This is an optimization exercise on Yosys and OpenROAD, whose aim is small area, a short achievable clock period and few clock cycles per item, not a production implementation. Only simulation tests tie the RTL to the original design; equivalence was not proved.

## zinc
==> flow/design.v <==
module psn_line_decoder (
    input  wire        clk,
    input  wire        rst_n,
    input  wire        in_valid,
    output wire        in_ready,
    input  wire [39:0] in_beat,
    input  wire        in_marked,
    input  wire [3:0]  in_mark_pos,
    output wire        out_valid,
    input  wire        out_ready,
    output wire [31:0] out_data,
    output wire        out_last,
    output wire [2:0]  out_status,
    output wire [3:0]  out_pos
);
    localparam integer RN = 18;           
    localparam integer EX = RN - 2;       
    localparam [2:0] ST_CLEAN     = 3'd0;
    localparam [2:0] ST_CORRECTED = 3'd1;
    localparam [2:0] ST_ERASURE   = 3'd2;
    localparam [2:0] ST_UNCORR    = 3'd3;
    localparam [2:0] ST_POISON    = 3'd4;
    function [3:0] gf_mul;
        input [3:0] a;
        input [3:0] b;
        reg   [6:0] p;
        integer i;
        begin
            p = 7'd0;
            for (i = 0; i < 4; i = i + 1)
                if (b[i]) p = p ^ ({3'd0, a} << i);
            if (p[6]) p = p ^ 7'b1001100;
            if (p[5]) p = p ^ 7'b0100110;
            if (p[4]) p = p ^ 7'b0010011;
            gf_mul = p[3:0];
        end
    endfunction
    function [3:0] locator;
        input [3:0] p;
        begin
            case (p)
                4'd0: locator = 4'hA;  4'd1: locator = 4'h5;  4'd2: locator = 4'hB;
                4'd3: locator = 4'hC;  4'd4: locator = 4'h6;  4'd5: locator = 4'h3;
                4'd6: locator = 4'h8;  4'd7: locator = 4'h4;  4'd8: locator = 4'h2;
                4'd9: locator = 4'h1;
                default: locator = 4'h0;
            endcase
        end
    endfunction
    function [4:0] dec_off;
        input [4:0] s;
        begin
            dec_off = (s == 5'd0) ? RN - 1 : s - 5'd1;
        end
    endfunction
    reg [31:0] r0_d;            
    reg [3:0]  r0_s;            
    reg [31:0] rd [1:RN-1];
    reg [3:0]  rs [1:RN-1];
    reg        in_ready_q;
    wire       wr = in_valid & in_ready_q;
    reg [3:0] s0_in, s1_in;
    integer k;
    always @(*) begin
        s0_in = 4'd0;
        s1_in = 4'd0;
        for (k = 0; k < 10; k = k + 1) begin
            s0_in = s0_in ^ in_beat[4*k +: 4];
            s1_in = s1_in ^ gf_mul(in_beat[4*k +: 4], locator(k[3:0]));
        end
    end
    integer i;
    always @(posedge clk) begin
        if (in_ready_q) begin
            r0_d <= in_beat[31:0];
            r0_s <= s0_in;
        end else begin
            r0_d <= rd[RN-1];
            r0_s <= rs[RN-1];
        end
        rd[1] <= r0_d;
        rs[1] <= r0_s;
        for (i = 2; i < RN; i = i + 1) begin
            rd[i] <= rd[i-1];
            rs[i] <= rs[i-1];
        end
    end
    reg        q_v;
    reg [3:0]  q_s1;            
    reg        q_mk;
    reg [3:0]  q_mp;
    always @(posedge clk) begin
        q_s1 <= s1_in;
        q_mk <= in_marked;
        q_mp <= in_mark_pos;
        q_first <= (bcnt == 4'd0);
        q_last  <= (bcnt == 4'd15);
    end
    reg [3:0]  bcnt;            
    reg        q_first, q_last;  
    reg [9:0]  f_good;          
    reg        f_clean;
    reg        f_poison;
    reg [9:0]  b_good;
    reg [3:0]  r_m;
    reg [3:0]  lm;
    integer p;
    always @(*) begin
        for (p = 0; p < 10; p = p + 1)
            b_good[p] = ((q_s1 ^ gf_mul(locator(p[3:0]), r0_s)) == 4'd0);
        lm  = locator(q_mp);
        r_m = q_s1 ^ gf_mul(lm, r0_s);
    end
    wire b_clean  = (r0_s == 4'd0) && (q_s1 == 4'd0);
    wire b_poison = q_mk ? (r_m == 4'h2) : (r0_s == 4'h0 && q_s1 == 4'h2);
    wire       first = q_first;
    wire [9:0] n_good   = (first ? 10'h3FF : f_good) & b_good;
    wire       n_clean  = (first | f_clean)  & b_clean;
    wire       n_poison = (first | f_poison) & b_poison;
    reg        n_eras;          
    integer e;
    always @(*) begin
        n_eras = 1'b0;
        for (e = 0; e < 10; e = e + 1)
            if (q_mp == e) n_eras = n_good[e];
    end
    reg [2:0] dec_st;
    reg [3:0] dec_fp;
    always @(*) begin
        dec_st = ST_UNCORR;
        dec_fp = 4'hF;
        if (n_poison) begin
            dec_st = ST_POISON;
            dec_fp = q_mk ? q_mp : 4'hF;
        end else if (!q_mk) begin
            if (n_clean) begin
                dec_st = ST_CLEAN;
            end else if (|n_good) begin
                dec_st = ST_CORRECTED;
                dec_fp = {n_good[8] | n_good[9],
                          n_good[4] | n_good[5] | n_good[6] | n_good[7],
                          n_good[2] | n_good[3] | n_good[6] | n_good[7],
                          n_good[1] | n_good[3] | n_good[5] | n_good[7] | n_good[9]};
            end
        end else if (n_eras) begin
            dec_st = ST_ERASURE;
            dec_fp = q_mp;
        end
    end
    reg        pend_v;
    reg [2:0]  pend_st;
    reg [3:0]  pend_fp;
    reg [4:0]  wr_off;
    reg [4:0]  rd_off;
    reg [4:0]  count;           
    reg [3:0]  rd_idx;          
    reg        a_v;
    reg [31:0] a_d;
    reg        a_last;
    reg [2:0]  a_st;
    reg [3:0]  a_pos;
    reg [3:0]  a_fp;
    wire       ext_ok = (rd_off == 5'd0) && (count != 5'd0) && (pend_v || rd_idx != 4'd0);
    wire       a_load = !a_v || out_ready;
    wire       ext    = ext_ok && a_load;
    wire [2:0] x_st = (rd_idx == 4'd0) ? pend_st : a_st;
    wire [3:0] x_fp = (rd_idx == 4'd0) ? pend_fp : a_fp;
    reg [31:0] x_mask;
    integer n;
    always @(*) begin
        for (n = 0; n < 8; n = n + 1)
            x_mask[4*n +: 4] = (x_fp == n) ? rs[EX] : 4'd0;
    end
    wire       inc = wr & ~ext;
    wire       dec = ext & ~wr;
    wire [4:0] count_p1 = count + 5'd1;
    wire [4:0] count_m1 = count - 5'd1;
    wire       c_eq0  = (count == 5'd0);
    wire       c_eq1  = (count == 5'd1);
    wire       c_eqf1 = (count == RN - 1);
    wire       c_eqf  = (count == RN);
    wire       full_n = (c_eqf1 & inc) | (c_eqf & ~dec);
    wire       zero_n = (c_eq0 & ~inc) | (c_eq1 & dec);
    wire       slot_n = wr | (wr_off == 5'd1);
    wire       in_ready_n = ~full_n & (slot_n | zero_n);
    always @(posedge clk) begin
        if (!rst_n) begin
            q_v        <= 1'b0;
            bcnt       <= 4'd0;
            pend_v     <= 1'b0;
            wr_off     <= 5'd0;
            rd_off     <= 5'd0;
            count      <= 5'd0;
            rd_idx     <= 4'd0;
            a_v        <= 1'b0;
            in_ready_q <= 1'b1;
        end else begin
            q_v <= wr;
            if (inc)
                count <= count_p1;
            else if (dec)
                count <= count_m1;
            wr_off <= wr ? 5'd0 : dec_off(wr_off);
            if (wr && count == 5'd0)
                rd_off <= RN - 2;
            else if (!ext)
                rd_off <= dec_off(rd_off);
            in_ready_q <= in_ready_n;
            if (wr)
                bcnt <= bcnt + 4'd1;
            if (q_v && q_last)
                pend_v <= 1'b1;
            else if (ext && rd_idx == 4'd0)
                pend_v <= 1'b0;
            if (a_load)
                a_v <= ext_ok;
            if (ext)
                rd_idx <= rd_idx + 4'd1;
        end
    end
    always @(posedge clk) begin
        if (q_v) begin
            f_good   <= n_good;
            f_clean  <= n_clean;
            f_poison <= n_poison;
            if (q_last) begin
                pend_st <= dec_st;
                pend_fp <= dec_fp;
            end
        end
        if (ext) begin
            a_last <= (rd_idx == 4'd15);
            a_st   <= x_st;
            a_pos  <= (x_st == ST_CORRECTED || x_st == ST_ERASURE) ? x_fp : 4'hF;
            a_fp   <= x_fp;
        end
        if (a_load)
            a_d <= rd[EX] ^ x_mask;
    end
    assign in_ready   = in_ready_q;
    assign out_valid  = a_v;
    assign out_data   = a_d;
    assign out_last   = a_last;
    assign out_status = a_st;
    assign out_pos    = a_pos;
endmodule
export LEC_CHECK = 0
export CAP_MARGIN = 10
export CORE_MARGIN = 2
export CORE_UTILIZATION = 40
export CTS_CLUSTER_DIAMETER = 80
export CTS_CLUSTER_SIZE = 30
export SETUP_SLACK_MARGIN = 4.3
export SLEW_MARGIN = 10
create_clock -name core_clock -period 7.0 [get_ports {clk}]
standard.sh (not shown) runs the stock make flow with config.mk's settings and CLKGATE_MAP_FILE= SYNTH_SCRIPT=/design/flow/synth_recipe.tcl, a recipe that flattens the netlist after the stock synthesis.
==> flow/flow/run.sh <==
#!/bin/bash
# The standard layout (standard.sh, unchanged synthesis, floorplan, power grid and
# routing) with two settings passed to the ORFS scripts:
#  - the ports are buffered with sky130_fd_sc_hd__buf_2 instead of the default cell
#    (clkdlybuf4s50_1, a delay cell), still one buffer per input and output port;
#  - clock tree synthesis without dummy loads, with the sink clustering of config.mk.
# standard.sh's full output goes to standard.log in the work folder; ORFS's own logs
# stay under orfs/logs.
set -euo pipefail
export BUFFER_PORTS_ARGS="-buffer_cell sky130_fd_sc_hd__buf_2"
export CTS_ARGS="-sink_clustering_enable -repair_clock_nets -sink_clustering_size 25 -sink_clustering_max_diameter 60 -dont_use_dummy_load"
bash standard.sh > standard.log 2>&1
No stage failed in zinc, and the final checks on the layout all came back clean.
Testbench counts of zinc, summed over its fixed seeds: cycles 23,148, lines 1,440.
Edits applied to the flow inputs when going from zinc to fjord:
--- a/flow/flow/run.sh
+++ b/flow/flow/run.sh
@@ -6 +6 @@
-#  - clock tree synthesis without dummy loads, with the sink clustering of config.mk.
+#  - clock tree synthesis with the sink clustering of config.mk.
@@ -11 +11 @@
-export CTS_ARGS="-sink_clustering_enable -repair_clock_nets -sink_clustering_size 25 -sink_clustering_max_diameter 60 -dont_use_dummy_load"
+export CTS_ARGS="-sink_clustering_enable -repair_clock_nets -sink_clustering_size 30 -sink_clustering_max_diameter 80"
[summary]
On fjord: clock skew is 27 ps lower than what zinc gave. Per the comparison of fjord with zinc, largest net degree at the start of global routing increased 6, wire length decreased 0.48%. zinc vs fjord, launching instance or port of the critical path: out_ready vs r0_s[0].

==> separate check: timing with driven ports <==
The results above use ideal ports. As a check the final layouts listed here were re-extracted and re-timed, cells and wires unchanged. Step 1: set_driving_cell puts a clkbuf_16 on clk and a buf_2 on each other input, an assumption about the parent block. Step 2 adds t to the input delays and takes it off the output delays; t is the mean of the earliest and latest rising clock arrival at the registers after step 1. Input paths then give back, and output paths get back, about the clock's delay inside the block. a / b / c = no drivers / after step 1 / after step 2; a / b = the first two.
run	t (ns)	setup slack, ns	slew at the worst register clock pin (ns)	worst slew at a driven data input, ns	pins driven straight from the clock port
zinc	0.597	4.306 / 4.288 / 3.740	0.09 / 0.09	0.07	1
fjord	0.603	4.339 / 4.319 / 3.850	0.11 / 0.11	0.07	1
After both steps every run listed still meets setup and hold. The setup slack of zinc, which loses most, moves by -0.018 ns with the drivers and by -0.566 ns with both steps.
